From an optimization exercise on the open Yosys and OpenROAD flow, aimed at small area, a short achievable clock period and few clock cycles; shortcuts taken in it are not production practice. Where RTL was checked, it was by simulation tests only, not by an equivalence proof against the original. Function not checked in runs 1 to 3: the RTL went through the layout flow alone. Power and IR drop assume default switching activity.

File: flow/design.v
module canopy_fec_tx (
    input  wire        clk,
    input  wire        rst,         
    input  wire        start,
    input  wire [30:0] seed,
    input  wire        in_valid,
    output wire        in_ready,
    input  wire [9:0]  in_sym,
    output reg         out_valid,
    input  wire        out_ready,
    output reg  [13:0] out_trits,
    output reg         out_first    
);
    function [159:0] rs_prod(input [9:0] f);
        reg [75:0] x;
        begin
            x[0] = f[0];
            x[1] = f[1];
            x[2] = f[2];
            x[3] = f[3];
            x[4] = f[4];
            x[5] = f[5];
            x[6] = f[6];
            x[7] = f[7];
            x[8] = f[8];
            x[9] = f[9];
            x[10] = x[3] ^ x[7];
            x[11] = x[5] ^ x[9];
            x[12] = x[2] ^ x[6];
            x[13] = x[4] ^ x[8];
            x[14] = x[0] ^ x[1];
            x[15] = x[9] ^ x[10];
            x[16] = x[1] ^ x[11];
            x[17] = x[8] ^ x[12];
            x[18] = x[13] ^ x[14];
            x[19] = x[0] ^ x[13];
            x[20] = x[4] ^ x[12];
            x[21] = x[3] ^ x[5];
            x[22] = x[4] ^ x[6];
            x[23] = x[3] ^ x[11];
            x[24] = x[5] ^ x[7];
            x[25] = x[5] ^ x[10];
            x[26] = x[2] ^ x[4];
            x[27] = x[7] ^ x[14];
            x[28] = x[10] ^ x[11];
            x[29] = x[2] ^ x[13];
            x[30] = x[12] ^ x[13];
            x[31] = x[6] ^ x[18];
            x[32] = x[6] ^ x[8];
            x[33] = x[0] ^ x[20];
            x[34] = x[11] ^ x[27];
            x[35] = x[2] ^ x[8];
            x[36] = x[1] ^ x[17];
            x[37] = x[1] ^ x[20];
            x[38] = x[2] ^ x[19];
            x[39] = x[7] ^ x[16];
            x[40] = x[10] ^ x[16];
            x[41] = x[3] ^ x[9];
            x[42] = x[7] ^ x[9];
            x[43] = x[0] ^ x[12];
            x[44] = x[0] ^ x[22];
            x[45] = x[12] ^ x[15];
            x[46] = x[0] ^ x[6];
            x[47] = x[10] ^ x[14];
            x[48] = x[14] ^ x[21];
            x[49] = x[1] ^ x[15];
            x[50] = x[1] ^ x[25];
            x[51] = x[3] ^ x[16];
            x[52] = x[14] ^ x[23];
            x[53] = x[0] ^ x[2];
            x[54] = x[0] ^ x[21];
            x[55] = x[0] ^ x[35];
            x[56] = x[1] ^ x[21];
            x[57] = x[1] ^ x[22];
            x[58] = x[1] ^ x[24];
            x[59] = x[11] ^ x[12];
            x[60] = x[0] ^ x[17];
            x[61] = x[1] ^ x[29];
            x[62] = x[3] ^ x[18];
            x[63] = x[6] ^ x[19];
            x[64] = x[14] ^ x[15];
            x[65] = x[15] ^ x[44];
            x[66] = x[16] ^ x[17];
            x[67] = x[17] ^ x[21];
            x[68] = x[18] ^ x[24];
            x[69] = x[32] ^ x[54];
            x[70] = x[3] ^ x[31];
            x[71] = x[10] ^ x[36];
            x[72] = x[11] ^ x[33];
            x[73] = x[13] ^ x[51];
            x[74] = x[15] ^ x[38];
            x[75] = x[26] ^ x[39];
            rs_prod[0] = x[30] ^ x[39];
            rs_prod[1] = x[17] ^ x[28];
            rs_prod[2] = x[6] ^ x[13] ^ x[15];
            rs_prod[3] = x[12] ^ x[14];
            rs_prod[4] = x[2] ^ x[47];
            rs_prod[5] = x[2] ^ x[62];
            rs_prod[6] = x[26] ^ x[52];
            rs_prod[7] = x[21] ^ x[37];
            rs_prod[8] = x[25] ^ x[33];
            rs_prod[9] = x[25] ^ x[31];
            rs_prod[10] = x[41] ^ x[61];
            rs_prod[11] = x[26] ^ x[23];
            rs_prod[12] = x[21] ^ x[22];
            rs_prod[13] = x[17] ^ x[40];
            rs_prod[14] = x[15] ^ x[30];
            rs_prod[15] = x[13] ^ x[28];
            rs_prod[16] = x[11] ^ x[63];
            rs_prod[17] = x[6] ^ x[34];
            rs_prod[18] = x[17] ^ x[27];
            rs_prod[19] = x[35] ^ x[64];
            rs_prod[20] = x[13] ^ x[40];
            rs_prod[21] = x[19] ^ x[59];
            rs_prod[22] = x[6] ^ x[40];
            rs_prod[23] = x[12] ^ x[52];
            rs_prod[24] = x[10] ^ x[37];
            rs_prod[25] = x[25] ^ x[38];
            rs_prod[26] = x[23] ^ x[31];
            rs_prod[27] = x[20] ^ x[34];
            rs_prod[28] = x[25] ^ x[36];
            rs_prod[29] = x[19] ^ x[45];
            rs_prod[30] = x[74];
            rs_prod[31] = x[73];
            rs_prod[32] = x[72];
            rs_prod[33] = x[18] ^ x[59];
            rs_prod[34] = x[12] ^ x[40];
            rs_prod[35] = x[10] ^ x[30];
            rs_prod[36] = x[19] ^ x[28];
            rs_prod[37] = x[11] ^ x[31];
            rs_prod[38] = x[12] ^ x[34];
            rs_prod[39] = x[71];
            rs_prod[40] = x[9] ^ x[31];
            rs_prod[41] = x[2] ^ x[34];
            rs_prod[42] = x[3] ^ x[36];
            rs_prod[43] = x[71];
            rs_prod[44] = x[74];
            rs_prod[45] = x[73];
            rs_prod[46] = x[72];
            rs_prod[47] = x[6] ^ x[50];
            rs_prod[48] = x[7] ^ x[30];
            rs_prod[49] = x[0] ^ x[8] ^ x[28];
            rs_prod[50] = x[22] ^ x[15];
            rs_prod[51] = x[24] ^ x[19];
            rs_prod[52] = x[32] ^ x[16];
            rs_prod[53] = x[0] ^ x[3] ^ x[26];
            rs_prod[54] = x[4] ^ x[48];
            rs_prod[55] = x[5] ^ x[37];
            rs_prod[56] = x[43] ^ x[25];
            rs_prod[57] = x[10] ^ x[31];
            rs_prod[58] = x[29] ^ x[39];
            rs_prod[59] = x[17] ^ x[23];
            rs_prod[60] = x[68];
            rs_prod[61] = x[66];
            rs_prod[62] = x[45];
            rs_prod[63] = x[48];
            rs_prod[64] = x[37];
            rs_prod[65] = x[53] ^ x[25];
            rs_prod[66] = x[70];
            rs_prod[67] = x[75];
            rs_prod[68] = x[67];
            rs_prod[69] = x[65];
            rs_prod[70] = x[10] ^ x[13];
            rs_prod[71] = x[11] ^ x[13];
            rs_prod[72] = x[11] ^ x[46];
            rs_prod[73] = x[70];
            rs_prod[74] = x[75];
            rs_prod[75] = x[67];
            rs_prod[76] = x[65];
            rs_prod[77] = x[68];
            rs_prod[78] = x[66];
            rs_prod[79] = x[45];
            rs_prod[80] = x[42] ^ x[46];
            rs_prod[81] = x[8] ^ x[27];
            rs_prod[82] = x[1] ^ x[9] ^ x[35];
            rs_prod[83] = x[10] ^ x[43];
            rs_prod[84] = x[10] ^ x[18];
            rs_prod[85] = x[16] ^ x[29];
            rs_prod[86] = x[12] ^ x[23];
            rs_prod[87] = x[22] ^ x[10];
            rs_prod[88] = x[24] ^ x[13];
            rs_prod[89] = x[32] ^ x[11];
            rs_prod[90] = x[13] ^ x[50];
            rs_prod[91] = x[11] ^ x[30];
            rs_prod[92] = x[6] ^ x[28];
            rs_prod[93] = x[6] ^ x[48];
            rs_prod[94] = x[7] ^ x[37];
            rs_prod[95] = x[55] ^ x[25];
            rs_prod[96] = x[41] ^ x[31];
            rs_prod[97] = x[26] ^ x[34];
            rs_prod[98] = x[21] ^ x[36];
            rs_prod[99] = x[15] ^ x[33];
            rs_prod[100] = x[14] ^ x[26] ^ x[28];
            rs_prod[101] = x[56] ^ x[30];
            rs_prod[102] = x[28] ^ x[33];
            rs_prod[103] = x[9] ^ x[60];
            rs_prod[104] = x[49];
            rs_prod[105] = x[38];
            rs_prod[106] = x[52];
            rs_prod[107] = x[14] ^ x[20];
            rs_prod[108] = x[2] ^ x[14] ^ x[25];
            rs_prod[109] = x[12] ^ x[62];
            rs_prod[110] = x[8] ^ x[49];
            rs_prod[111] = x[9] ^ x[38];
            rs_prod[112] = x[51];
            rs_prod[113] = x[18] ^ x[45];
            rs_prod[114] = x[29] ^ x[40];
            rs_prod[115] = x[23] ^ x[30];
            rs_prod[116] = x[22] ^ x[28];
            rs_prod[117] = x[24] ^ x[63];
            rs_prod[118] = x[32] ^ x[39];
            rs_prod[119] = x[42] ^ x[60];
            rs_prod[120] = x[3] ^ x[57];
            rs_prod[121] = x[24] ^ x[26];
            rs_prod[122] = x[69];
            rs_prod[123] = x[15];
            rs_prod[124] = x[19];
            rs_prod[125] = x[16];
            rs_prod[126] = x[43];
            rs_prod[127] = x[47];
            rs_prod[128] = x[61];
            rs_prod[129] = x[53] ^ x[23];
            rs_prod[130] = x[4] ^ x[50];
            rs_prod[131] = x[5] ^ x[30];
            rs_prod[132] = x[46] ^ x[28];
            rs_prod[133] = x[69];
            rs_prod[134] = x[42] ^ x[57];
            rs_prod[135] = x[24] ^ x[55];
            rs_prod[136] = x[32] ^ x[41] ^ x[14];
            rs_prod[137] = x[9] ^ x[26] ^ x[27];
            rs_prod[138] = x[35] ^ x[56];
            rs_prod[139] = x[41] ^ x[33];
            rs_prod[140] = x[16];
            rs_prod[141] = x[43];
            rs_prod[142] = x[47];
            rs_prod[143] = x[11] ^ x[29];
            rs_prod[144] = x[6] ^ x[23];
            rs_prod[145] = x[7] ^ x[44];
            rs_prod[146] = x[8] ^ x[58];
            rs_prod[147] = x[9] ^ x[17];
            rs_prod[148] = x[15];
            rs_prod[149] = x[19];
            rs_prod[150] = x[32] ^ x[58];
            rs_prod[151] = x[42] ^ x[17];
            rs_prod[152] = x[8] ^ x[15];
            rs_prod[153] = x[22] ^ x[34];
            rs_prod[154] = x[14] ^ x[24] ^ x[17];
            rs_prod[155] = x[17] ^ x[64];
            rs_prod[156] = x[29] ^ x[49];
            rs_prod[157] = x[23] ^ x[29];
            rs_prod[158] = x[22] ^ x[23];
            rs_prod[159] = x[24] ^ x[44];
        end
    endfunction
    function [13:0] b3_hi(input [4:0] x);
        begin
            b3_hi[0] = (x == 5'd1) |
                (x == 5'd4) |
                (x == 5'd7) |
                (x == 5'd10) |
                (x == 5'd13) |
                (x == 5'd16) |
                (x == 5'd19) |
                (x == 5'd22) |
                (x == 5'd25) |
                (x == 5'd28) |
                (x == 5'd31);
            b3_hi[1] = (x == 5'd2) |
                (x == 5'd5) |
                (x == 5'd8) |
                (x == 5'd11) |
                (x == 5'd14) |
                (x == 5'd17) |
                (x == 5'd20) |
                (x == 5'd23) |
                (x == 5'd26) |
                (x == 5'd29);
            b3_hi[2] = (x == 5'd3) |
                (x == 5'd4) |
                (x == 5'd5) |
                (x == 5'd12) |
                (x == 5'd13) |
                (x == 5'd14) |
                (x == 5'd21) |
                (x == 5'd22) |
                (x == 5'd23) |
                (x == 5'd30) |
                (x == 5'd31);
            b3_hi[3] = (x == 5'd6) |
                (x == 5'd7) |
                (x == 5'd8) |
                (x == 5'd15) |
                (x == 5'd16) |
                (x == 5'd17) |
                (x == 5'd24) |
                (x == 5'd25) |
                (x == 5'd26);
            b3_hi[4] = (x == 5'd1) |
                (x == 5'd4) |
                (x == 5'd7) |
                (x == 5'd9) |
                (x == 5'd12) |
                (x == 5'd15) |
                (x == 5'd20) |
                (x == 5'd23) |
                (x == 5'd26) |
                (x == 5'd28) |
                (x == 5'd31);
            b3_hi[5] = (x == 5'd2) |
                (x == 5'd5) |
                (x == 5'd8) |
                (x == 5'd10) |
                (x == 5'd13) |
                (x == 5'd16) |
                (x == 5'd18) |
                (x == 5'd21) |
                (x == 5'd24) |
                (x == 5'd29);
            b3_hi[6] = (x == 5'd2) |
                (x == 5'd3) |
                (x == 5'd7) |
                (x == 5'd12) |
                (x == 5'd16) |
                (x == 5'd17) |
                (x == 5'd21) |
                (x == 5'd22) |
                (x == 5'd26) |
                (x == 5'd27) |
                (x == 5'd31);
            b3_hi[7] = (x == 5'd1) |
                (x == 5'd5) |
                (x == 5'd6) |
                (x == 5'd10) |
                (x == 5'd11) |
                (x == 5'd15) |
                (x == 5'd20) |
                (x == 5'd24) |
                (x == 5'd25) |
                (x == 5'd29) |
                (x == 5'd30);
            b3_hi[8] = (x == 5'd2) |
                (x == 5'd6) |
                (x == 5'd9) |
                (x == 5'd10) |
                (x == 5'd13) |
                (x == 5'd17) |
                (x == 5'd21) |
                (x == 5'd25) |
                (x == 5'd28) |
                (x == 5'd29);
            b3_hi[9] = (x == 5'd3) |
                (x == 5'd7) |
                (x == 5'd11) |
                (x == 5'd14) |
                (x == 5'd15) |
                (x == 5'd18) |
                (x == 5'd22) |
                (x == 5'd26) |
                (x == 5'd30);
            b3_hi[10] = (x == 5'd4) |
                (x == 5'd5) |
                (x == 5'd6) |
                (x == 5'd7) |
                (x == 5'd16) |
                (x == 5'd17) |
                (x == 5'd18) |
                (x == 5'd27) |
                (x == 5'd28) |
                (x == 5'd29) |
                (x == 5'd30);
            b3_hi[11] = (x == 5'd8) |
                (x == 5'd9) |
                (x == 5'd10) |
                (x == 5'd11) |
                (x == 5'd19) |
                (x == 5'd20) |
                (x == 5'd21) |
                (x == 5'd22) |
                (x == 5'd31);
            b3_hi[12] = (x == 5'd12) |
                (x == 5'd13) |
                (x == 5'd14) |
                (x == 5'd15) |
                (x == 5'd16) |
                (x == 5'd17) |
                (x == 5'd18) |
                (x == 5'd19) |
                (x == 5'd20) |
                (x == 5'd21) |
                (x == 5'd22);
            b3_hi[13] = (x == 5'd23) |
                (x == 5'd24) |
                (x == 5'd25) |
                (x == 5'd26) |
                (x == 5'd27) |
                (x == 5'd28) |
                (x == 5'd29) |
                (x == 5'd30) |
                (x == 5'd31);
        end
    endfunction
    function [7:0] b3_lo(input [5:0] x);
        begin
            b3_lo[0] = (x == 6'd1) |
                (x == 6'd4) |
                (x == 6'd7) |
                (x == 6'd10) |
                (x == 6'd13) |
                (x == 6'd16) |
                (x == 6'd19) |
                (x == 6'd22) |
                (x == 6'd25) |
                (x == 6'd28) |
                (x == 6'd31) |
                (x == 6'd34) |
                (x == 6'd37) |
                (x == 6'd40) |
                (x == 6'd43) |
                (x == 6'd46) |
                (x == 6'd49) |
                (x == 6'd52) |
                (x == 6'd55) |
                (x == 6'd58) |
                (x == 6'd61);
            b3_lo[1] = (x == 6'd2) |
                (x == 6'd5) |
                (x == 6'd8) |
                (x == 6'd11) |
                (x == 6'd14) |
                (x == 6'd17) |
                (x == 6'd20) |
                (x == 6'd23) |
                (x == 6'd26) |
                (x == 6'd29) |
                (x == 6'd32) |
                (x == 6'd35) |
                (x == 6'd38) |
                (x == 6'd41) |
                (x == 6'd44) |
                (x == 6'd47) |
                (x == 6'd50) |
                (x == 6'd53) |
                (x == 6'd56) |
                (x == 6'd59) |
                (x == 6'd62);
            b3_lo[2] = (x == 6'd3) |
                (x == 6'd4) |
                (x == 6'd5) |
                (x == 6'd12) |
                (x == 6'd13) |
                (x == 6'd14) |
                (x == 6'd21) |
                (x == 6'd22) |
                (x == 6'd23) |
                (x == 6'd30) |
                (x == 6'd31) |
                (x == 6'd32) |
                (x == 6'd39) |
                (x == 6'd40) |
                (x == 6'd41) |
                (x == 6'd48) |
                (x == 6'd49) |
                (x == 6'd50) |
                (x == 6'd57) |
                (x == 6'd58) |
                (x == 6'd59);
            b3_lo[3] = (x == 6'd6) |
                (x == 6'd7) |
                (x == 6'd8) |
                (x == 6'd15) |
                (x == 6'd16) |
                (x == 6'd17) |
                (x == 6'd24) |
                (x == 6'd25) |
                (x == 6'd26) |
                (x == 6'd33) |
                (x == 6'd34) |
                (x == 6'd35) |
                (x == 6'd42) |
                (x == 6'd43) |
                (x == 6'd44) |
                (x == 6'd51) |
                (x == 6'd52) |
                (x == 6'd53) |
                (x == 6'd60) |
                (x == 6'd61) |
                (x == 6'd62);
            b3_lo[4] = (x == 6'd9) |
                (x == 6'd10) |
                (x == 6'd11) |
                (x == 6'd12) |
                (x == 6'd13) |
                (x == 6'd14) |
                (x == 6'd15) |
                (x == 6'd16) |
                (x == 6'd17) |
                (x == 6'd36) |
                (x == 6'd37) |
                (x == 6'd38) |
                (x == 6'd39) |
                (x == 6'd40) |
                (x == 6'd41) |
                (x == 6'd42) |
                (x == 6'd43) |
                (x == 6'd44) |
                (x == 6'd63);
            b3_lo[5] = (x == 6'd18) |
                (x == 6'd19) |
                (x == 6'd20) |
                (x == 6'd21) |
                (x == 6'd22) |
                (x == 6'd23) |
                (x == 6'd24) |
                (x == 6'd25) |
                (x == 6'd26) |
                (x == 6'd45) |
                (x == 6'd46) |
                (x == 6'd47) |
                (x == 6'd48) |
                (x == 6'd49) |
                (x == 6'd50) |
                (x == 6'd51) |
                (x == 6'd52) |
                (x == 6'd53);
            b3_lo[6] = (x == 6'd27) |
                (x == 6'd28) |
                (x == 6'd29) |
                (x == 6'd30) |
                (x == 6'd31) |
                (x == 6'd32) |
                (x == 6'd33) |
                (x == 6'd34) |
                (x == 6'd35) |
                (x == 6'd36) |
                (x == 6'd37) |
                (x == 6'd38) |
                (x == 6'd39) |
                (x == 6'd40) |
                (x == 6'd41) |
                (x == 6'd42) |
                (x == 6'd43) |
                (x == 6'd44) |
                (x == 6'd45) |
                (x == 6'd46) |
                (x == 6'd47) |
                (x == 6'd48) |
                (x == 6'd49) |
                (x == 6'd50) |
                (x == 6'd51) |
                (x == 6'd52) |
                (x == 6'd53);
            b3_lo[7] = (x == 6'd54) |
                (x == 6'd55) |
                (x == 6'd56) |
                (x == 6'd57) |
                (x == 6'd58) |
                (x == 6'd59) |
                (x == 6'd60) |
                (x == 6'd61) |
                (x == 6'd62) |
                (x == 6'd63);
        end
    endfunction
    function [3:0] dig_add(input [3:0] x);
        begin
            dig_add[0] = (x == 4'd1) |
                (x == 4'd4) |
                (x == 4'd10);
            dig_add[1] = (x == 4'd2) |
                (x == 4'd5) |
                (x == 4'd8);
            dig_add[2] = (x == 4'd6) |
                (x == 4'd9) |
                (x == 4'd10);
            dig_add[3] = (x == 4'd2) |
                (x == 4'd5) |
                (x == 4'd8);
        end
    endfunction
    function [13:0] to_trits(input [10:0] v);
        reg [13:0] a;
        reg [7:0]  b;
        reg [13:0] u;
        reg [6:0]  g, p, c;
        integer k;
        begin
            a = b3_hi(v[10:6]);
            b = b3_lo(v[5:0]);
            for (k = 0; k < 4; k = k + 1)
                {p[k], g[k], u[2*k +: 2]} = dig_add({b[2*k +: 2], a[2*k +: 2]});
            for (k = 4; k < 7; k = k + 1) begin
                u[2*k +: 2] = a[2*k +: 2];
                g[k] = 1'b0;
                p[k] = a[2*k+1];
            end
            c[0] = 1'b0;
            c[1] = g[0];
            c[2] = g[1] | (p[1] & g[0]);
            c[3] = g[2] | (p[2] & g[1]) | (p[2] & p[1] & g[0]);
            c[4] = g[3] | (p[3] & g[2]) | (p[3] & p[2] & g[1]) | (p[3] & p[2] & p[1] & g[0]);
            c[5] = p[4] & c[4];
            c[6] = p[5] & p[4] & c[4];
            for (k = 0; k < 7; k = k + 1)
                to_trits[2*k +: 2] = c[k] ? {u[2*k], ~u[2*k+1] & ~u[2*k]} : u[2*k +: 2];
        end
    endfunction
    reg        in_ready_r;
    reg  [9:0] sym_q;           
    reg        v_q;
    reg  [9:0] ccnt;            
    reg        flush;           
    reg        sof;             
    reg  [3:0] cwi;             
    reg        fpend;           
    reg  [9:0] par [0:15];
    reg [30:0] scr;
    reg [19:0] gw;              
    reg  [4:0] d;               
    reg  [3:0] ph;              
    reg [10:0] e_q;             
    reg        e_v, e_first;
    assign in_ready = in_ready_r;
    wire clr       = rst | start;
    wire acc       = in_valid & in_ready_r;    
    wire room      = (d <= 5'd9) | (d == 5'd31);
    wire hold      = v_q & ~room;
    wire push_d    = v_q & room;
    wire par_phase = (ccnt[9:4] == 6'b100001) & ~v_q;
    wire push_p    = par_phase & (flush | room);
    wire push_w    = push_d | (push_p & ~flush);
    wire wrap      = push_p & (ccnt[3:0] == 4'hf);
    wire [9:0]   fb     = v_q ? (sym_q ^ par[15]) : 10'd0;
    wire [9:0]   cw_sym = v_q ? sym_q : par[15];
    wire [159:0] prod   = rs_prod(fb);
    reg  [9:0] key;
    integer b;
    always @(*)
        for (b = 0; b < 10; b = b + 1)
            key[9-b] = scr[30-b] ^ scr[27-b];
    wire [9:0] s = cw_sym ^ key;
    wire [19:0] win = room ? {gw[9:0], s} : gw;
    wire [10:0] grp = win[ph +: 11];
    wire        have = push_w ? (d != 5'd31) : ((d >= 5'd10) & (d != 5'd31));
    wire adv_out = ~out_valid | out_ready;
    wire adv_e   = ~e_v | adv_out;
    wire pop     = adv_e & have;
    wire [4:0] d_pw   = d + (push_w ? 5'd10 : 5'd0);
    wire [4:0] d_next = pop ? d_pw - 5'd11 : d_pw;
    wire [9:0] ccnt_b     = wrap ? 10'd0 : ccnt + {9'd0, push_p};
    wire [9:0] ccnt_b1    = ccnt_b + 10'd1;
    wire       lt0        = (ccnt_b < 10'd528);
    wire       lt1        = (ccnt_b < 10'd527);
    wire       last0      = (ccnt_b == 10'd543);
    wire       flush_next = flush & ~wrap;
    wire       room_np    = (d_pw <= 5'd9) | (d_pw == 5'd31);
    wire       room_p     = (d_pw <= 5'd20) | (d_pw == 5'd31);
    wire       r00 = (lt0 & (~hold | room_np)) | (last0 & (flush_next | room_np));
    wire       r01 = (lt0 & (~hold | room_p))  | (last0 & (flush_next | room_p));
    wire       r10 = lt1 & room_np;
    wire       r11 = lt1 & room_p;
    wire       ready_next = pop ? (acc ? r11 : r01) : (acc ? r10 : r00);
    always @(posedge clk) begin
        if (!hold)
            sym_q <= in_sym;
        if (push_d | push_p) begin
            par[0] <= prod[9:0];
            for (b = 1; b < 16; b = b + 1)
                par[b] <= par[b-1] ^ prod[10*b +: 10];
        end
        if (push_w)
            gw <= {gw[9:0], s};
        if (start)
            scr <= seed;
        else if (push_w)
            scr <= {scr[20:0], key};
    end
    always @(posedge clk) begin
        if (clr) begin
            in_ready_r <= 1'b0;
            v_q        <= 1'b0;
            ccnt       <= 10'd528;
            flush      <= 1'b1;
            sof        <= 1'b1;
            cwi        <= 4'd0;
            fpend      <= 1'b0;
            d          <= 5'd31;
            ph         <= 4'd9;
        end else begin
            in_ready_r <= ready_next;
            v_q        <= acc | hold;
            ccnt       <= acc ? ccnt_b1 : ccnt_b;
            flush      <= flush_next;
            if (push_d)
                sof <= 1'b0;
            else if (wrap)
                sof <= 1'b1;
            if (wrap & ~flush)
                cwi <= (cwi == 4'd10) ? 4'd0 : cwi + 4'd1;
            if (push_d & sof & (cwi == 4'd0))
                fpend <= 1'b1;
            else if (pop)
                fpend <= 1'b0;
            d          <= d_next;
            if (pop)
                ph <= (ph == 4'd0) ? 4'd9 : ph - 4'd1;
        end
    end
    wire [13:0] trits = to_trits(e_q);
    always @(posedge clk) begin
        if (clr) begin
            e_v       <= 1'b0;
            out_valid <= 1'b0;
        end else begin
            if (adv_e) begin
                e_v     <= have;
                e_q     <= grp;
                e_first <= fpend;
            end
            if (adv_out) begin
                out_valid <= e_v;
                out_trits <= trits;
                out_first <= e_first;
            end
        end
    end
endmodule
File: flow/flow/run.sh
#!/bin/bash
# Own layout flow: the standard synthesis and layout, with the timing
# repair asked to keep a setup margin so that paths end up well below the
# 13 ns clock period the layout is constrained and signed off at.
set -euo pipefail
bash standard.sh synth > synth.log 2>&1
bash standard.sh finish SETUP_SLACK_MARGIN=9.3 > layout.log 2>&1
File: flow/standard.sh
#!/bin/bash
# synth_recipe.tcl (not shown) runs the flow's synth.tcl, then flattens the netlist and writes it again
# the make line also repeats each setting of config.mk as NAME=value (left out here)
make -C /OpenROAD-flow-scripts/flow DESIGN_CONFIG=/design/flow/config.mk WORK_HOME=/design/flow/orfs CLKGATE_MAP_FILE= SYNTH_SCRIPT=/design/flow/synth_recipe.tcl "${@:-finish}"
File: flow/config.mk
export PLATFORM = sky130hd
export DESIGN_NAME = canopy_fec_tx
export DESIGN_NICKNAME = canopy_fec_tx
export VERILOG_FILES = /design/flow/design.v
export SDC_FILE = /design/flow/constraint.sdc
export NUM_CORES = 4
export LEC_CHECK = 0
export ABC_CLOCK_PERIOD_IN_PS = 4000
export CAP_MARGIN = 20
export CORE_MARGIN = 2
export CORE_UTILIZATION = 55
export CTS_BUF_LIST = sky130_fd_sc_hd__clkbuf_16
export CTS_CLUSTER_DIAMETER = 70
export CTS_CLUSTER_SIZE = 24
export SLEW_MARGIN = 20
File: flow/constraint.sdc
create_clock -name core_clock -period 13.0 [get_ports {clk}]
set_input_delay 2.6000 -clock core_clock [delete_from_list [all_inputs] [get_ports {clk}]]
set_output_delay 2.6000 -clock core_clock [all_outputs]
set_load 0.01 [all_outputs]
==> results of run 1 <==
==> power by group <==
group	total (mW)	switching (mW)	internal, mW
combinational	0.532	0.285	0.247
sequential	1.02	0.0226	1.00
clock	0.720	0.374	0.346
==> cells by family (layout without fill, tap and decap cells) <==
| logic type | after synthesis | in the layout | share of synthesized area |
|---|---|---|---|
| buf+inv | 85 | 185 | 0.0254 |
| xor+xnor | 411 | 411 | 0.225 |
| flops | 278 | 278 | 0.501 |
| mux | 119 | 119 | 0.0813 |
| compound gates | 173 | 174 | 0.0763 |
| simple gates | 262 | 264 | 0.0830 |
| fa+ha+maj | 10 | 10 | 0.00755 |
==> per-layer routing <==
| layer | global-route usage | wire length (µm) | vias up |
|---|---|---|---|
| met4 | 0.0635 | 889 | 0 |
| li1 | - | - | 4953 |
| met5 | 0 | 0 | - |
| met2 | 0.429 | 18700 | 204 |
| met3 | 0.0265 | 1550 | 52 |
| met1 | 0.321 | 16100 | 5119 |
==> cells in the mapped netlist (all sizes together) (4+ instances only) <==
| library cell | instances | area, µm² |
|---|---|---|
| nor3b | 7 | 57.6 |
| a21oi | 34 | 170 |
| o21ai | 41 | 209 |
| inv | 20 | 75.1 |
| mux2i | 63 | 631 |
| nor3 | 14 | 85.1 |
| and2 | 8 | 50.1 |
| nand2 | 79 | 299 |
| a211o | 4 | 35.0 |
| a211oi | 6 | 50.1 |
| nand4 | 5 | 31.3 |
| xor2 | 189 | 1680 |
| o211a | 4 | 40.0 |
| ha | 8 | 100 |
| nand3 | 13 | 65.1 |
| buf | 32 | 209 |
| dfxtp | 30 | 601 |
| o221ai | 6 | 52.6 |
| nor2b | 14 | 87.6 |
| a221oi | 7 | 73.8 |
| or3 | 5 | 31.3 |
| mux2 | 52 | 586 |
| clkbuf | 33 | 124 |
| nand2b | 15 | 93.8 |
| o31ai | 7 | 52.6 |
| o211ai | 8 | 60.1 |
| o21a | 6 | 45.0 |
| a221o | 4 | 40.0 |
| nor4 | 5 | 31.3 |
| xnor2 | 222 | 1940 |
| edfxtp | 248 | 7450 |
| nor2 | 65 | 244 |
| mux4 | 4 | 90.1 |
| a31oi | 7 | 50.1 |
| o32ai | 4 | 35.0 |
| and3 | 4 | 25.0 |
| nand3b | 7 | 52.6 |
==> cell usage in the layout (no fill, tap or decap), types with 5 or more instances in the layout <==
cell               n
or3_1              5
a31oi_1            6
inv_1             19
clkinv_8           6
o21ai_0           37
nor3_1             9
nor2b_1           13
a221oi_1           5
o31ai_1            7
nor2_1            62
dfxtp_1           28
mux2_2            52
o21a_1             5
xnor2_1          220
clkdlybuf4s50_1   43
a211oi_1           5
and2_1             8
clkbuf_16         23
a21oi_1           33
nor3b_1            6
nand2_1           77
nand3b_1           7
nand4_1            5
buf_4             58
o211ai_1           8
nand2b_1          14
nand3_1           13
ha_1               8
mux2i_1           63
xor2_2             5
edfxtp_1         248
xor2_1           183
o221ai_1           6
buf_2             16
==> final timing paths <==
| kind | end | start | slack [ps] | cells past startpoint |
|---|---|---|---|---|
| setup / recovery | out_trits[12] | out_trits[12] | 9340 | 1 |
| hold reg to reg | out_first | e_first | 420 | 0 |
| setup reg to reg | out_trits[11] | e_q[5] | 9480 | 9 |
| hold / removal | out_first | e_first | 420 | 0 |
==> state kept, by name, summed over array words and instances, names as in the netlist, 5 cells and up <==
register and cells:
par 160, scr 31, gw 20, out_trits 14, e_q 11, ccnt 10
sym_q 10, d 5
==> layout make-up <==
type	instances	share of cell area
repair inverters	1	0.000275
multi-input cells	978	0.428
flip-flops and latches	278	0.442
repair buffers	123	0.0562
well taps	384	0.0264
clock inverters	18	0.0107
clock buffers	23	0.0316
inverters	20	0.00433
==> repair_timing <==
item                                    CTS  global route
pin swaps                                 4             2
gates cloned                              4             0
setup buffers                            13            30
gates resized for setup                  76            14
endpoints found under the setup margin   96            61
==> stage by stage <==
step           utilization  total power [mW]
4_1_cts              0.624              2.26
5_1_grt              0.634              2.38
3_3_place_gp         0.594              1.53
2_1_floorplan            -              1.43
3_5_place_dp         0.594              1.54
6_report             0.634              2.28
==> key figures, run 1 <==
Yosys
  – Number of enable-type register cells in the synthesized netlist: 248
  – Proportion of synthesized chip area in sequential cells: 0.501
  – Async S/R FF share, synth: 0
  – Post-synthesis average cell area: 12.0 µm²
  – Warnings, synthesis: 2
  – Flops & latches, synth: 278
  – Cells after Synth: 1338
  – Cell variety after synth: 88
  – Flip-flop cell with the highest count after synthesis: edfxtp_1
  – Syn Std Cell Area: 0.0161 mm²
  – Synthesized net count: 1392

Routing
  – Routed Antenna Nets: 0
  – TritonRoute pass-1 iters: 5
  – 1st-iter DRT viols: 802
  – Post-DR wirelength/cell: 20.4 µm
  – Routed vias: 10300
  – Drt drc: 0
  – Number of vias per cell: 5.66
  – Wire length reported by the detailed router: 37.2 mm

Placed design
  – GP Congestion: 0.852
  – Setup Slack @ Placement: 8500 ps
  – Total half-perimeter wirelength after legalization and detailed placement: 24.1 mm
  – Instance count after placement with tap cells included: 1737
  – Cell area reported after detailed placement: 0.0170 mm²
  – Port Buffers: 62

Clocking
  – TritonCTS sink count: 278
  – Number of buffers on the longest clock path: 3
  – Clock network latency to the later pin of the worst-skew pair: 540 ps
  – TritonCTS Buffers: 23
  – Hold buffers post-CTS: 0
  – CTS clock-pin slew for the worst setup and hold paths: 80 ps
  – CTS tree: done
  – Total number of H-tree levels: 1
  – CTS Root Buffer Type: clkbuf_16

GRT
  – Largest net degree at the start of global routing: 96
  – Vias in the first global route: 10200
  – Total routing usage reported by global routing: 0.243
  – Remaining Overflow, GRT: 0
  – Antenna violations before repair: 0
  – Global-route wire length before repair: 57.8 mm

Final layout
  – N_diodes: 0
  – # fillers: 2267
  – Fraction of layout cells with a size suffix above 1: 0.158
  – Count of nets after finishing: 1479
  – Area occupied by registers: 0.00805 mm²
  – Area Growth Syn to Fin: 13.3%
  – Non-Filler Instances: 1825
  – Area occupied by multi-input gates: 0.00780 mm²
  – Area of all placed cells without fillers: 0.0182 mm²

Timing
  – Tightest Pin Transition: 1050 ps
  – Final-layout setup total negative slack: 0 ps
  – Final worst path period need: 3660 ps
  – Count of final hold-check violations: 0
  – Period Utilization, post-route: 0.282
  – Worst-case headroom to the max-slew limit: 0.296
  – Tightest hold margin: 423 ps
  – Highest clock rate: 273 MHz
  – Post-route clock skew: 19.7 ps
  – Final-report max-slew violation count: 0
  – Least setup slack across all paths after layout: 9340 ps
  – Number of setup violations in the final report: 0
  – Unrepaired setup endpoints after global routing: yes

Die
  – Floorplan die height: 175 µm
  – Number of standard-cell rows in the floorplan: 62
  – Number of ports placed on the die boundary: 63
  – Die span in x: 175 µm
  – Die Outline Area: 0.0306 mm²
  – Placeable core region: 0.0287 mm²
  – Starting density of the core: 0.560

Critical path
  – Worst path bufs/invs: 1
  – Endpoint class of the critical path: primary output
  – Sort of element at the start of the critical path: flip-flop
  – Kind of cell adding the most delay to the critical path: flip-flops
  – Cell at the slowest stage of the critical path: edfxtp_1
  – Critical Path AT: 1060 ps
  – Highest fanout seen on the critical path: 1
  – CP max stage delay: 380 ps
  – Series of cell instances along the critical path: buf_2
  – Worst Setup Path Type: flip-flop to primary output
  – Critical path data required time: 10400 ps

Run
  – Number of max-cap violations: 0

Hold path
  – Hold crit path type: flip-flop to flip-flop

Outcome
  – Status: finished clean

Power and ir drop
  – Areal power density over the cells: 125 mW/mm²
  – Peak VDD IR: 0.123 mV
  – Leakage power summed over all cells: 6.99 nW
==> run 2: changes to the inputs <==
==> flow/flow/run.sh (replaced) <==
#!/bin/bash
# Own layout flow: the standard synthesis and layout, with
# - the timing repair asked to keep a setup margin, so that paths end up
#   well below the 13 ns clock period the layout is constrained and signed
#   off at;
# - the port buffers made of the smallest buffer (timing repair resizes the
#   ones on critical paths);
# - clock tree synthesis without dummy load cells.
set -euo pipefail
bash standard.sh synth > synth.log 2>&1
bash standard.sh finish SETUP_SLACK_MARGIN=9.3 \
    "BUFFER_PORTS_ARGS=-buffer_cell sky130_fd_sc_hd__buf_1" \
    "CTS_ARGS=-sink_clustering_enable -repair_clock_nets -buf_list sky130_fd_sc_hd__clkbuf_8 -sink_clustering_size 14 -sink_clustering_max_diameter 50 -dont_use_dummy_load" \
    > layout.log 2>&1
--- a/flow/config.mk
+++ b/flow/config.mk
@@ -11,5 +11,5 @@
 export CORE_UTILIZATION = 55
-export CTS_BUF_LIST = sky130_fd_sc_hd__clkbuf_16
-export CTS_CLUSTER_DIAMETER = 70
-export CTS_CLUSTER_SIZE = 24
+export CTS_BUF_LIST = sky130_fd_sc_hd__clkbuf_8
+export CTS_CLUSTER_DIAMETER = 50
+export CTS_CLUSTER_SIZE = 14
 export SLEW_MARGIN = 20
==> key figures, run 2 <==
Outcome
  – Status: finished clean (unchanged)

Yosys
  – Cells after Synth: 1338 (unchanged)
  – Adder-cell share of the synthesized area: 0.00755 (unchanged)
  – Warnings, synthesis: 2 (unchanged)
  – Ranking of synthesized cells by instance count: edfxtp_1, xnor2_1, xor2_1 (unchanged)
  – Fraction of post-synthesis cell area in the top cell type by area: 0.464 (unchanged)
  – Syn Std Cell Area: 0.0161 mm² (unchanged)
  – Synth Area in Simple Gates: 0.0830 (unchanged)
  – Share of the synthesized netlist area taken by xor and xnor gates: 0.225 (unchanged)
  – Cell type contributing the most total cell area after synthesis: edfxtp_1 (unchanged)
  – Flip-flop cell with the highest count after synthesis: edfxtp_1 (unchanged)
  – Async S/R FF share, synth: 0 (unchanged)
  – Flops & latches, synth: 278 (unchanged)
  – Main combinational cell family by area after synthesis: XOR/XNOR gates (unchanged)
  – Library cell with the highest instance count after synthesis: edfxtp_1 (unchanged)
  – Cell variety after synth: 88 (unchanged)
  – Compound-Gate Fraction of Synth Area: 0.0763 (unchanged)
  – Synth area leaders: edfxtp_1, xnor2_1, xor2_1 (unchanged)
  – Synthesized net count: 1392 (unchanged)
  – Portion of netlist area occupied by mux cells: 0.0813 (unchanged)
  – Post-synthesis average cell area: 12.0 µm² (unchanged)
  – Number of enable-type register cells in the synthesized netlist: 248 (unchanged)
  – Proportion of synthesized chip area in sequential cells: 0.501 (unchanged)

GRT
  – Antenna violations before repair: 0 (unchanged)
  – Remaining Overflow, GRT: 0 (unchanged)
  – Total routing usage reported by global routing: 0.239 (was 0.243)
  – Global-route wire length before repair: 56.4 mm (was 57.8 mm)
  – Vias in the first global route: 9923 (was 10200)
  – Largest net degree at the start of global routing: 95 (was 96)

Clocking
  – CTS clock-pin slew for the worst setup and hold paths: 80 ps (about the same)
  – Total number of H-tree levels: 2 (was 1)
  – Clock network latency to the later pin of the worst-skew pair: 550 ps (was 540 ps)
  – TritonCTS sink count: 278 (unchanged)
  – Hold buffers post-CTS: 0 (unchanged)
  – Number of buffers on the longest clock path: 3 (unchanged)
  – CTS tree: done (unchanged)
  – CTS Root Buffer Type: clkbuf_8 (was clkbuf_16)
  – TritonCTS Buffers: 36 (was 23)

Die
  – Die span in x: 175 µm (unchanged)
  – Number of ports placed on the die boundary: 63 (unchanged)
  – Placeable core region: 0.0287 mm² (unchanged)
  – Number of standard-cell rows in the floorplan: 62 (unchanged)
  – Die Outline Area: 0.0306 mm² (unchanged)
  – Starting density of the core: 0.560 (unchanged)
  – Floorplan die height: 175 µm (unchanged)

Timing
  – Unrepaired setup endpoints after global routing: no (was yes)
  – Count of final hold-check violations: 0 (unchanged)
  – Final-layout setup total negative slack: 0 ps (unchanged)
  – Worst-case headroom to the max-slew limit: 0.303 (was 0.296)
  – Period Utilization, post-route: 0.279 (was 0.282)
  – Tightest hold margin: 428 ps (was 423 ps)
  – Highest clock rate: 276 MHz (was 273 MHz)
  – Post-route clock skew: 78.5 ps (was 19.7 ps)
  – Tightest Pin Transition: 1040 ps (was 1050 ps)
  – Number of setup violations in the final report: 0 (unchanged)
  – Final worst path period need: 3630 ps (was 3660 ps)
  – Final-report max-slew violation count: 0 (unchanged)

Final layout
  – Commonest non-fill, non-tap cell in the layout: edfxtp_1 (unchanged)
  – Largest register by flop count: par (unchanged)
  – Count of nets after finishing: 1478 (was 1479)
  – Area occupied by registers: 0.00805 mm² (about the same)
  – Fraction of layout cells with a size suffix above 1: 0.135 (was 0.158)
  – Flip-flop count of the largest register after layout: 160 (unchanged)
  – Leading cell types in the layout, fill and taps excluded: edfxtp_1, xnor2_1, xor2_1 (unchanged)
  – # fillers: 2402 (was 2267)
  – Area occupied by multi-input gates: 0.00773 mm² (was 0.00780 mm²)
  – Area Growth Syn to Fin: 8.78% (was 13.3%)
  – Largest registers: par (160), scr (31), gw (20) (unchanged)
  – N_diodes: 0 (unchanged)

Power and ir drop
  – Sw Share: 0.290 (was 0.299)
  – Areal power density over the cells: 119 mW/mm² (was 125 mW/mm²)
  – Combinational share of power: 0.243 (was 0.234)
  – Internal portion of total power: 1.47 mW (was 1.60 mW)
  – Peak VDD IR: 0.0787 mV (was 0.123 mV)
  – Switching power: 0.602 mW (was 0.681 mW)
  – Register share of total power: 0.493 (was 0.450)
  – Clock network fraction of total power: 0.264 (was 0.316)
  – Leakage power summed over all cells: 6.61 nW (was 6.99 nW)

Routing
  – Routed Antenna Nets: 0 (unchanged)
  – Post-DR wirelength/cell: 20.2 µm (was 20.4 µm)
  – Routed vias: 10200 (was 10300)
  – Wire length reported by the detailed router: 36.5 mm (was 37.2 mm)
  – 1st-iter DRT viols: 791 (was 802)
  – TritonRoute pass-1 iters: 5 (unchanged)
  – Number of vias per cell: 5.65 (was 5.66)
  – Drt drc: 0 (unchanged)

Placed design
  – Total half-perimeter wirelength after legalization and detailed placement: 24.0 mm (was 24.1 mm)
  – GP Congestion: 0.830 (was 0.852)
  – Port Buffers: 62 (unchanged)

Hold path
  – Hold crit path type: flip-flop to flip-flop (unchanged)
  – Number of stages on the worst hold path: 0 (unchanged)

Critical path
  – CP max stage delay: 360 ps (was 380 ps)
  – Critical register-to-register path startpoint: e_q[8] (was e_q[5])
  – Critical Path End: in_ready (was out_trits[12])
  – Logic depth of the worst path, buffers included: 1 (unchanged)
  – Worst path bufs/invs: 1 (unchanged)
  – Reg2Reg Capture Point: out_trits[11] (unchanged)
  – Worst Setup Path Type: flip-flop to primary output (unchanged)
  – Series of cell instances along the critical path: buf_2 (unchanged)
  – Cell at the slowest stage of the critical path: dfxtp_2 (was edfxtp_1)
  – Kind of cell adding the most delay to the critical path: flip-flops (unchanged)
  – Critical Path AT: 1030 ps (was 1060 ps)
  – Worst R2R Path Depth: 10 (was 9)
  – Sort of element at the start of the critical path: flip-flop (unchanged)
  – Critical Path Source: in_ready_r (was out_trits[12])
  – Endpoint class of the critical path: primary output (unchanged)
  – Critical path data required time: 10400 ps (about the same)
  – R2R setup slack: 9450 ps (was 9480 ps)
  – Highest fanout seen on the critical path: 4 (was 1)

Run
  – Number of max-cap violations: 0 (unchanged)
-- run 2: worst min-delay path by stage --
stage,from,end
2_1_floorplan,e_first,out_first
3_3_place_gp,e_first,out_first
3_5_place_dp,e_first,out_first
4_1_cts,e_first,out_first
5_1_grt,e_first,out_first
6_report,e_first,out_first
-- run 2: area by class of cell --
class	count	area share
sequential	278	0.461
multi-input combinational	975	0.443
timing repair buffer	112	0.0362
clock buffer	36	0.0284
tap	384	0.0275
inverter	20	0.00451
timing repair inverter	1	0.000286
-- run 2: per-stage QoR --
stage               cell area [µm²]   util  total power [mW]  std cells  setup WS [ps]
finish                        17500  0.609              2.07       1806           9370
global route                  17500  0.609              2.18       1806           9280
CTS                           17200  0.599              2.07       1777           9310
detailed placement            16600  0.579              1.52       1733           8570
global placement              16600  0.579              1.51       1733           8570
floorplan                     16200      -              1.43       1338           9270
-- run 2: cell families after synthesis --
| group | after synthesis |
|---|---|
| mux | 119 |
| compound gates | 173 |
| xor+xnor | 411 |
| simple gates | 262 |
| buf+inv | 85 |
| fa+ha+maj | 10 |
| flops | 278 |
-- run 2: layer usage --
metal / vias to the layer above / global-route usage / wire [µm]
li1: 4924 / - / -
met3: 60 / 0.0326 / 1390
met5: - / 0 / 0
met4: 0 / 0.0649 / 850
met2: 236 / 0.413 / 18500
met1: 4989 / 0.316 / 15700
-- run 2: power groups by stage --
| stage | Sequential [mW] | Combinational, mW | Clock, mW |
|---|---|---|---|
| finish | 1.02 | 0.505 | 0.547 |
| global route | 1.03 | 0.556 | 0.594 |
| CTS | 1.04 | 0.471 | 0.564 |
| detailed placement | 1.06 | 0.454 | 0 |
| global placement | 1.06 | 0.449 | 0 |
| floorplan | 1.04 | 0.393 | 0 |
-- run 2: what timing repair did --
action                                 4_1_cts  5_1_grt
setup endpoints to repair                   39       25
pin swaps                                    0        1
setup buffers                                7       29
endpoints found under the hold margin        0        0
cloned                                       1        0
gates resized for setup                      6        9
==> run 3: changes to the inputs <==
--- a/flow/flow/run.sh
+++ b/flow/flow/run.sh
@@ -10,3 +10,3 @@
 bash standard.sh synth > synth.log 2>&1
-bash standard.sh finish SETUP_SLACK_MARGIN=9.3 \
+bash standard.sh finish SETUP_SLACK_MARGIN=9.4 \
     "BUFFER_PORTS_ARGS=-buffer_cell sky130_fd_sc_hd__buf_1" \
==> key figures, run 3 <==
Yosys
  – Warnings, synthesis: 2 (unchanged)
  – Async S/R FF share, synth: 0 (unchanged)
  – Flip-flop cell with the highest count after synthesis: edfxtp_1 (unchanged)
  – Cells after Synth: 1338 (unchanged)
  – Post-synthesis average cell area: 12.0 µm² (unchanged)
  – Number of enable-type register cells in the synthesized netlist: 248 (unchanged)
  – Proportion of synthesized chip area in sequential cells: 0.501 (unchanged)
  – Synth area leaders: edfxtp_1, xnor2_1, xor2_1 (unchanged)
  – Cell type contributing the most total cell area after synthesis: edfxtp_1 (unchanged)
  – Synthesized net count: 1392 (unchanged)
  – Ranking of synthesized cells by instance count: edfxtp_1, xnor2_1, xor2_1 (unchanged)
  – Syn Std Cell Area: 0.0161 mm² (unchanged)
  – Fraction of post-synthesis cell area in the top cell type by area: 0.464 (unchanged)
  – Cell variety after synth: 88 (unchanged)
  – Library cell with the highest instance count after synthesis: edfxtp_1 (unchanged)
  – Flops & latches, synth: 278 (unchanged)

Die
  – Die span in x: 175 µm (unchanged)
  – Number of standard-cell rows in the floorplan: 62 (unchanged)
  – Starting density of the core: 0.560 (unchanged)
  – Floorplan die height: 175 µm (unchanged)
  – Placeable core region: 0.0287 mm² (unchanged)
  – Die Outline Area: 0.0306 mm² (unchanged)
  – Number of ports placed on the die boundary: 63 (unchanged)

Critical path
  – Sort of element at the start of the critical path: flip-flop (unchanged)
  – Kind of cell adding the most delay to the critical path: flip-flops (unchanged)
  – Endpoint class of the critical path: primary output (unchanged)
  – Critical path data required time: 10400 ps (about the same)
  – Series of cell instances along the critical path: clkbuf_2 (was buf_2)
  – Worst path bufs/invs: 1 (unchanged)
  – CP max stage delay: 380 ps (was 360 ps)
  – Worst Setup Path Type: flip-flop to primary output (unchanged)
  – Critical Path AT: 1040 ps (was 1030 ps)
  – Highest fanout seen on the critical path: 1 (was 4)
  – Worst R2R Path Depth: 10 (unchanged)
  – Cell at the slowest stage of the critical path: edfxtp_1 (was dfxtp_2)
  – Logic depth of the worst path, buffers included: 1 (unchanged)

GRT
  – Remaining Overflow, GRT: 0 (unchanged)
  – Vias in the first global route: 10100 (was 9923)
  – Total routing usage reported by global routing: 0.242 (was 0.239)
  – Antenna violations before repair: 0 (unchanged)
  – Global-route wire length before repair: 57.3 mm (was 56.4 mm)
  – Largest net degree at the start of global routing: 89 (was 95)

Final layout
  – Largest register by flop count: par (unchanged)
  – Area occupied by registers: 0.00805 mm² (about the same)
  – Fraction of layout cells with a size suffix above 1: 0.158 (was 0.135)
  – Largest registers: par (160), scr (31), gw (20) (unchanged)
  – Flip-flop count of the largest register after layout: 160 (unchanged)
  – Commonest non-fill, non-tap cell in the layout: edfxtp_1 (unchanged)
  – Area Growth Syn to Fin: 9.90% (was 8.78%)
  – # fillers: 2363 (was 2402)
  – Leading cell types in the layout, fill and taps excluded: edfxtp_1, xnor2_1, xor2_1 (unchanged)
  – Count of nets after finishing: 1489 (was 1478)
  – Area occupied by multi-input gates: 0.00777 mm² (was 0.00773 mm²)
  – N_diodes: 0 (unchanged)

Routing
  – TritonRoute pass-1 iters: 5 (unchanged)
  – DR WL met2: 18.5 mm (about the same)
  – 1st-iter DRT viols: 682 (was 791)
  – Highest metal layer with signal wires: met4 (unchanged)
  – Sum of met3 wire segment lengths after detailed routing: 1.34 mm (was 1.39 mm)
  – Routed Antenna Nets: 0 (unchanged)
  – Post-DR wirelength/cell: 20.2 µm (about the same)
  – Routed vias: 10200 (about the same)
  – Wire length reported by the detailed router: 36.7 mm (was 36.5 mm)
  – Met1 WL: 15.8 mm (was 15.7 mm)
  – Number of vias per cell: 5.63 (was 5.65)
  – Drt drc: 0 (unchanged)

Clocking
  – Total number of H-tree levels: 2 (unchanged)
  – CTS clock-pin slew for the worst setup and hold paths: 70 ps (was 80 ps)
  – Number of buffers on the longest clock path: 3 (unchanged)
  – CTS Root Buffer Type: clkbuf_8 (unchanged)
  – CTS tree: done (unchanged)
  – TritonCTS sink count: 278 (unchanged)
  – Clock network latency to the later pin of the worst-skew pair: 560 ps (was 550 ps)
  – Hold buffers post-CTS: 0 (unchanged)
  – TritonCTS Buffers: 36 (unchanged)

Timing
  – Period Utilization, post-route: 0.280 (was 0.279)
  – Unrepaired setup endpoints after global routing: yes (was no)
  – Highest clock rate: 275 MHz (was 276 MHz)
  – Final-report max-slew violation count: 0 (unchanged)
  – Worst-case headroom to the max-slew limit: 0.327 (was 0.303)
  – Post-route clock skew: 70.7 ps (was 78.5 ps)
  – Number of setup violations in the final report: 0 (unchanged)
  – Final-layout setup total negative slack: 0 ps (unchanged)
  – Final worst path period need: 3640 ps (was 3630 ps)
  – Tightest Pin Transition: 1010 ps (was 1040 ps)
  – Count of final hold-check violations: 0 (unchanged)

Power and ir drop
  – Peak VDD IR: 0.0628 mV (was 0.0787 mV)
  – Areal power density over the cells: 119 mW/mm² (about the same)
  – Leakage power summed over all cells: 6.73 nW (was 6.61 nW)
  – Overall power of the completed layout: 2.10 mW (was 2.07 mW)

Placed design
  – GP Congestion: 0.847 (was 0.830)
  – Port Buffers: 62 (unchanged)
  – Total half-perimeter wirelength after legalization and detailed placement: 24.2 mm (was 24.0 mm)

Outcome
  – Status: finished clean (unchanged)

Hold path
  – Number of stages on the worst hold path: 0 (unchanged)
  – Hold crit path type: flip-flop to flip-flop (unchanged)

Run
  – Number of max-cap violations: 0 (unchanged)
[run 3: changes by cell type in the layout (fill, tap and decap cells not counted), sizes merged]
cell    before  now
buf        111  108
clkbuf      37   51
[run 3: cell type report]
cell class,count,share of cell area
flip-flops and latches,278,0.456
clock buffers,36,0.0281
repair inverters,1,0.000283
inverters,20,0.00446
multi-input cells,975,0.440
well taps,384,0.0272
repair buffers,123,0.0437
[run 3: metrics by stage]
stage / utilization / cells / worst slack (ps) / cell area [µm²] / hold WS, ps
after floorplan: - / 1338 / 9270 / 16200 / 400
after global placement: 0.580 / 1733 / 8580 / 16600 / 405
after detailed placement: 0.580 / 1733 / 8580 / 16600 / 411
after CTS: 0.603 / 1785 / 9320 / 17300 / 428
after global routing: 0.615 / 1817 / 9310 / 17700 / 431
final: 0.615 / 1817 / 9360 / 17700 / 426
[run 3: repair_timing]
| item | CTS | global route |
|---|---|---|
| buffers inserted | 15 | 32 |
| resized for setup | 9 | 28 |
| endpoints found under the setup margin | 76 | 44 |
| gates cloned | 1 | 0 |
| pin swaps | 2 | 2 |
[run 3: metal layers]
layer | vias to the layer above | track usage
li1 | 4944 | -
met1 | 4999 | 0.317
met3 | 67 | 0.0320
met2 | 213 | 0.420
met4 | 0 | 0.0708
met5 | - | 0
[run 3: cell families after synthesis]
group	Yosys count	synth area share
DFF	278	0.501
muxes	119	0.0813
xor gates and xnor gates	411	0.225
adders and majority gates	10	0.00755
AOI/OAI and AO/OA	173	0.0763
buffers and inverters	85	0.0254
and+or+nand+nor	262	0.0830
[run 3: power breakdown]
group / total, mW / leakage, nW / internal, mW / switching, mW
combinational: 0.531 / 3.41 / 0.239 / 0.292
sequential: 1.02 / 3.06 / 1.00 / 0.0174
clock: 0.546 / 0.259 / 0.246 / 0.300
[run 3: worst paths after layout]
path                            slack, ps      start       endpoint
worst max-delay path                 9360  out_first      out_first
worst min-delay path                  430    e_first      out_first
worst max register to register       9530     e_q[9]  out_trits[10]
worst min register to register        430    e_first      out_first
==> run 4: changes to the inputs <==
--- a/flow/design.v
+++ b/flow/design.v
@@ -617,3 +617,3 @@
     reg [19:0] gw;              
-    reg  [4:0] d;               
+    reg        emp, hi;
     reg  [3:0] ph;              
@@ -624,3 +624,3 @@
     wire acc       = in_valid & in_ready_r;    
-    wire room      = (d <= 5'd9) | (d == 5'd31);
+    wire room      = emp | ~hi;            
     wire hold      = v_q & ~room;
@@ -642,3 +642,3 @@
     wire [10:0] grp = win[ph +: 11];
-    wire        have = push_w ? (d != 5'd31) : ((d >= 5'd10) & (d != 5'd31));
+    wire        have = push_w ? ~emp : hi;   
     wire adv_out = ~out_valid | out_ready;
@@ -646,4 +646,5 @@
     wire pop     = adv_e & have;
-    wire [4:0] d_pw   = d + (push_w ? 5'd10 : 5'd0);
-    wire [4:0] d_next = pop ? d_pw - 5'd11 : d_pw;
+    wire borrow  = (ph == 4'd0);
+    wire hi_next = pop ? (push_w & hi & ~borrow) : (push_w ? ~emp : hi);
+    wire emp_next = pop ? (borrow & ~(push_w & hi)) : (emp & ~push_w);
     wire [9:0] ccnt_b     = wrap ? 10'd0 : ccnt + {9'd0, push_p};
@@ -654,8 +655,7 @@
     wire       flush_next = flush & ~wrap;
-    wire       room_np    = (d_pw <= 5'd9) | (d_pw == 5'd31);
-    wire       room_p     = (d_pw <= 5'd20) | (d_pw == 5'd31);
+    wire       room_np    = push_w ? emp : room;    
     wire       r00 = (lt0 & (~hold | room_np)) | (last0 & (flush_next | room_np));
-    wire       r01 = (lt0 & (~hold | room_p))  | (last0 & (flush_next | room_p));
+    wire       r01 = lt0 | last0;                    
     wire       r10 = lt1 & room_np;
-    wire       r11 = lt1 & room_p;
+    wire       r11 = lt1;
     wire       ready_next = pop ? (acc ? r11 : r01) : (acc ? r10 : r00);
@@ -685,3 +685,4 @@
             fpend      <= 1'b0;
-            d          <= 5'd31;
+            emp        <= 1'b1;
+            hi         <= 1'b0;
             ph         <= 4'd9;
@@ -702,3 +703,4 @@
                 fpend <= 1'b0;
-            d          <= d_next;
+            emp        <= emp_next;
+            hi         <= hi_next;
             if (pop)
--- a/flow/flow/run.sh
+++ b/flow/flow/run.sh
@@ -10,3 +10,3 @@
 bash standard.sh synth > synth.log 2>&1
-bash standard.sh finish SETUP_SLACK_MARGIN=9.4 \
+bash standard.sh finish SETUP_SLACK_MARGIN=9.2 \
     "BUFFER_PORTS_ARGS=-buffer_cell sky130_fd_sc_hd__buf_1" \
==> key figures, run 4 <==
Outcome
  – Status: finished clean (unchanged)

Routing
  – Routed vias: 9858 (was 10200)
  – TritonRoute pass-1 iters: 5 (unchanged)
  – Routed Antenna Nets: 0 (unchanged)
  – 1st-iter DRT viols: 740 (was 682)
  – Post-DR wirelength/cell: 19.5 µm (was 20.2 µm)
  – Wire length reported by the detailed router: 34.6 mm (was 36.7 mm)
  – Drt drc: 0 (unchanged)
  – Number of vias per cell: 5.55 (was 5.63)

Yosys
  – Ranking of synthesized cells by instance count: edfxtp_1, xnor2_1, xor2_1 (unchanged)
  – Async S/R FF share, synth: 0 (unchanged)
  – Syn Std Cell Area: 0.0155 mm² (was 0.0161 mm²)
  – Synth area leaders: edfxtp_1, xnor2_1, xor2_1 (unchanged)
  – Cell variety after synth: 84 (was 88)
  – Fraction of post-synthesis cell area in the top cell type by area: 0.481 (was 0.464)
  – Warnings, synthesis: 2 (unchanged)
  – Cell type contributing the most total cell area after synthesis: edfxtp_1 (unchanged)
  – Post-synthesis average cell area: 11.9 µm² (was 12.0 µm²)
  – Synthesized net count: 1350 (was 1392)
  – Library cell with the highest instance count after synthesis: edfxtp_1 (unchanged)
  – Proportion of synthesized chip area in sequential cells: 0.515 (was 0.501)
  – Flip-flop cell with the highest count after synthesis: edfxtp_1 (unchanged)
  – Cells after Synth: 1301 (was 1338)
  – Number of enable-type register cells in the synthesized netlist: 248 (unchanged)
  – Flops & latches, synth: 275 (was 278)

GRT
  – Antenna violations before repair: 0 (unchanged)
  – Vias in the first global route: 9485 (was 10100)
  – Total routing usage reported by global routing: 0.237 (was 0.242)
  – Largest net degree at the start of global routing: 74 (was 89)
  – Global-route wire length before repair: 52.8 mm (was 57.3 mm)
  – Remaining Overflow, GRT: 0 (unchanged)

Hold path
  – Hold crit path type: flip-flop to flip-flop (unchanged)
  – Worst Min Path Start: e_first (unchanged)

Timing
  – Highest clock rate: 268 MHz (was 275 MHz)
  – Final-report max-slew violation count: 0 (unchanged)
  – Post-route clock skew: 49.8 ps (was 70.7 ps)
  – Worst-case headroom to the max-slew limit: 0.335 (was 0.327)
  – Count of final hold-check violations: 0 (unchanged)
  – Final-layout setup total negative slack: 0 ps (unchanged)
  – Least setup slack across all paths after layout: 9270 ps (was 9360 ps)
  – Unrepaired setup endpoints after global routing: yes (unchanged)
  – Tightest hold margin: 428 ps (was 426 ps)
  – Period Utilization, post-route: 0.287 (was 0.280)
  – Number of setup violations in the final report: 0 (unchanged)
  – Final worst path period need: 3730 ps (was 3640 ps)
  – Tightest Pin Transition: 995 ps (was 1010 ps)

Die
  – Die Outline Area: 0.0295 mm² (was 0.0306 mm²)
  – Number of standard-cell rows in the floorplan: 61 (was 62)
  – Starting density of the core: 0.558 (was 0.560)
  – Die span in x: 172 µm (was 175 µm)
  – Placeable core region: 0.0278 mm² (was 0.0287 mm²)
  – Number of ports placed on the die boundary: 63 (unchanged)
  – Floorplan die height: 172 µm (was 175 µm)

Placed design
  – Total half-perimeter wirelength after legalization and detailed placement: 23.1 mm (was 24.2 mm)
  – Port Buffers: 62 (unchanged)
  – GP Congestion: 0.855 (was 0.847)
  – Instance count after placement with tap cells included: 1697 (was 1733)
  – Setup Slack @ Placement: 8510 ps (was 8580 ps)
  – Cell area reported after detailed placement: 0.0161 mm² (was 0.0166 mm²)

Power and ir drop
  – Register share of total power: 0.600 (was 0.486)
  – Clock network fraction of total power: 0.324 (was 0.260)
  – Combinational share of power: 0.076 (was 0.253)
  – Areal power density over the cells: 96.0 mW/mm² (was 119 mW/mm²)
  – Sw Share: 0.229 (was 0.291)
  – Switching power: 0.373 mW (was 0.609 mW)
  – Overall power of the completed layout: 1.63 mW (was 2.10 mW)
  – Internal portion of total power: 1.26 mW (was 1.49 mW)
  – Peak VDD IR: 0.0853 mV (was 0.0628 mV)
  – Leakage power summed over all cells: 6.53 nW (was 6.73 nW)

Final layout
  – Largest register by flop count: par (unchanged)
  – Leading cell types in the layout, fill and taps excluded: edfxtp_1, xnor2_1, xor2_1 (unchanged)
  – N_diodes: 0 (unchanged)
  – Area occupied by registers: 0.00799 mm² (was 0.00805 mm²)
  – Non-Filler Instances: 1776 (was 1817)
  – Area of all placed cells without fillers: 0.0170 mm² (was 0.0177 mm²)
  – Area Growth Syn to Fin: 9.73% (was 9.90%)
  – # fillers: 2319 (was 2363)
  – Largest registers: par (160), scr (31), gw (20) (unchanged)
  – Commonest non-fill, non-tap cell in the layout: edfxtp_1 (unchanged)
  – Count of nets after finishing: 1449 (was 1489)
  – Area occupied by multi-input gates: 0.00732 mm² (was 0.00777 mm²)
  – Fraction of layout cells with a size suffix above 1: 0.123 (was 0.158)
  – Flip-flop count of the largest register after layout: 160 (unchanged)
  – Final core utilization: 0.612 (was 0.615)

Critical path
  – Critical Path End: out_trits[12] (was out_first)
  – Critical path data required time: 13260 ps (was 10400 ps)
  – Highest fanout seen on the critical path: 11 (was 1)
  – Worst path bufs/invs: 1 (unchanged)
  – Endpoint class of the critical path: flip-flop (was primary output)
  – Cell at the slowest stage of the critical path: edfxtp_1 (unchanged)
  – Critical register-to-register path startpoint: e_q[2] (was e_q[9])
  – Worst Setup Path Type: flip-flop to flip-flop (was flip-flop to primary output)
  – CP max stage delay: 540 ps (was 380 ps)
  – Worst R2R Path Depth: 12 (was 10)
  – R2R setup slack: 9270 ps (was 9530 ps)
  – Reg2Reg Capture Point: out_trits[12] (was out_trits[10])
  – Critical Path AT: 3990 ps (was 1040 ps)
  – Series of cell instances along the critical path: nor2b_1, a32o_1, o22a_1, o41a_1, a21oi_2, o22ai_4, a221oi_4, buf_4, a31o_4, o21ai_1, o21ba_2, o2bb2ai_1 (was clkbuf_2)
  – Critical Path Source: e_q[2] (was out_first)
  – Logic depth of the worst path, buffers included: 12 (was 1)
  – Sort of element at the start of the critical path: flip-flop (unchanged)
  – Kind of cell adding the most delay to the critical path: compound AO/OA/AOI/OAI gates (was flip-flops)

Clocking
  – TritonCTS Buffers: 34 (was 36)
  – TritonCTS sink count: 275 (was 278)
  – Number of buffers on the longest clock path: 3 (unchanged)
  – CTS tree: done (unchanged)
  – Total number of H-tree levels: 2 (unchanged)
  – CTS clock-pin slew for the worst setup and hold paths: 70 ps (about the same)
  – Clock network latency to the later pin of the worst-skew pair: 560 ps (about the same)
  – CTS Root Buffer Type: clkbuf_8 (unchanged)
  – Hold buffers post-CTS: 0 (unchanged)

Run
  – Number of max-cap violations: 0 (unchanged)
==> run 4: logic make-up after synthesis <==
group / share of synthesized area
xor+xnor: 0.226
fa+ha+maj: 0.00307
flops: 0.515
compound gates: 0.0720
mux: 0.0698
buf+inv: 0.0199
simple gates: 0.0937
==> run 4: layout make-up <==
type | instances | area share
well taps | 378 | 0.0278
clock buffers | 34 | 0.0275
flip-flops and latches | 275 | 0.470
inverters | 10 | 0.00221
repair buffers | 124 | 0.0425
multi-input cells | 955 | 0.430
==> run 4: what timing repair did <==
action                     CTS  global route
setup buffers               17            28
setup endpoints to repair  106            95
gates resized for setup      6             9
pin swaps                    2             1
==> run 4: how the worst min path moves through the flow <==
stage                      to  cells past startpoint
floorplan           out_first                      0
finish              out_first                      0
global route          e_first                      0
global placement    out_first                      0
CTS                 out_first                      0
detailed placement  out_first                      0
==> run 4: metal layers <==
metal | share of wire | vias to the layer above | track usage
met5 | 0 | - | 0
met4 | 0.026 | 0 | 0.0712
met3 | 0.049 | 57 | 0.0307
met2 | 0.49 | 216 | 0.408
met1 | 0.43 | 4810 | 0.314
li1 | - | 4775 | -
==> run 4: power by group through the flow <==
| stage | clock (mW) | combinational, mW | sequential (mW) |
|---|---|---|---|
| after floorplan | 0 | 0.0857 | 0.997 |
| after global placement | 0 | 0.107 | 1.00 |
| after detailed placement | 0 | 0.108 | 1.00 |
| after CTS | 0.547 | 0.115 | 0.981 |
| after global routing | 0.575 | 0.137 | 0.980 |
| final | 0.530 | 0.124 | 0.979 |
Testbench counts of run 4, summed over its fixed seeds: cycles 52,368.

## re-timing with driven ports
The flow's constraints put no driver on any port. The routed layouts listed below were extracted and timed again, unchanged, in two steps.
Step 1 assumes that a clkbuf_16 drives the clock port and a buf_2 every other input.
Step 2 also shifts input and output timing later by t, the mid clock arrival at the registers, as if the neighbouring blocks saw the same clock.
Three values: ideal ports, drivers, drivers and shift; two values: the first two.
run	t (ns)	setup slack, ns	hold WS [ns]	pins driven straight from the clock port
run 1	0.581	9.336 / 9.287 / 8.821	0.423 / 0.423 / 0.423	1
run 2	0.555	9.371 / 9.327 / 8.866	0.428 / 0.428 / 0.428	1
run 3	0.569	9.359 / 9.312 / 8.947	0.426 / 0.426 / 0.426	1
run 4	0.563	9.267 / 9.267 / 8.866	0.428 / 0.428 / 0.428	1
After both steps every run listed still meets setup and hold. For run 1, which loses most, drivers alone change the setup slack by -0.049 ns; drivers and shift together by -0.515 ns.
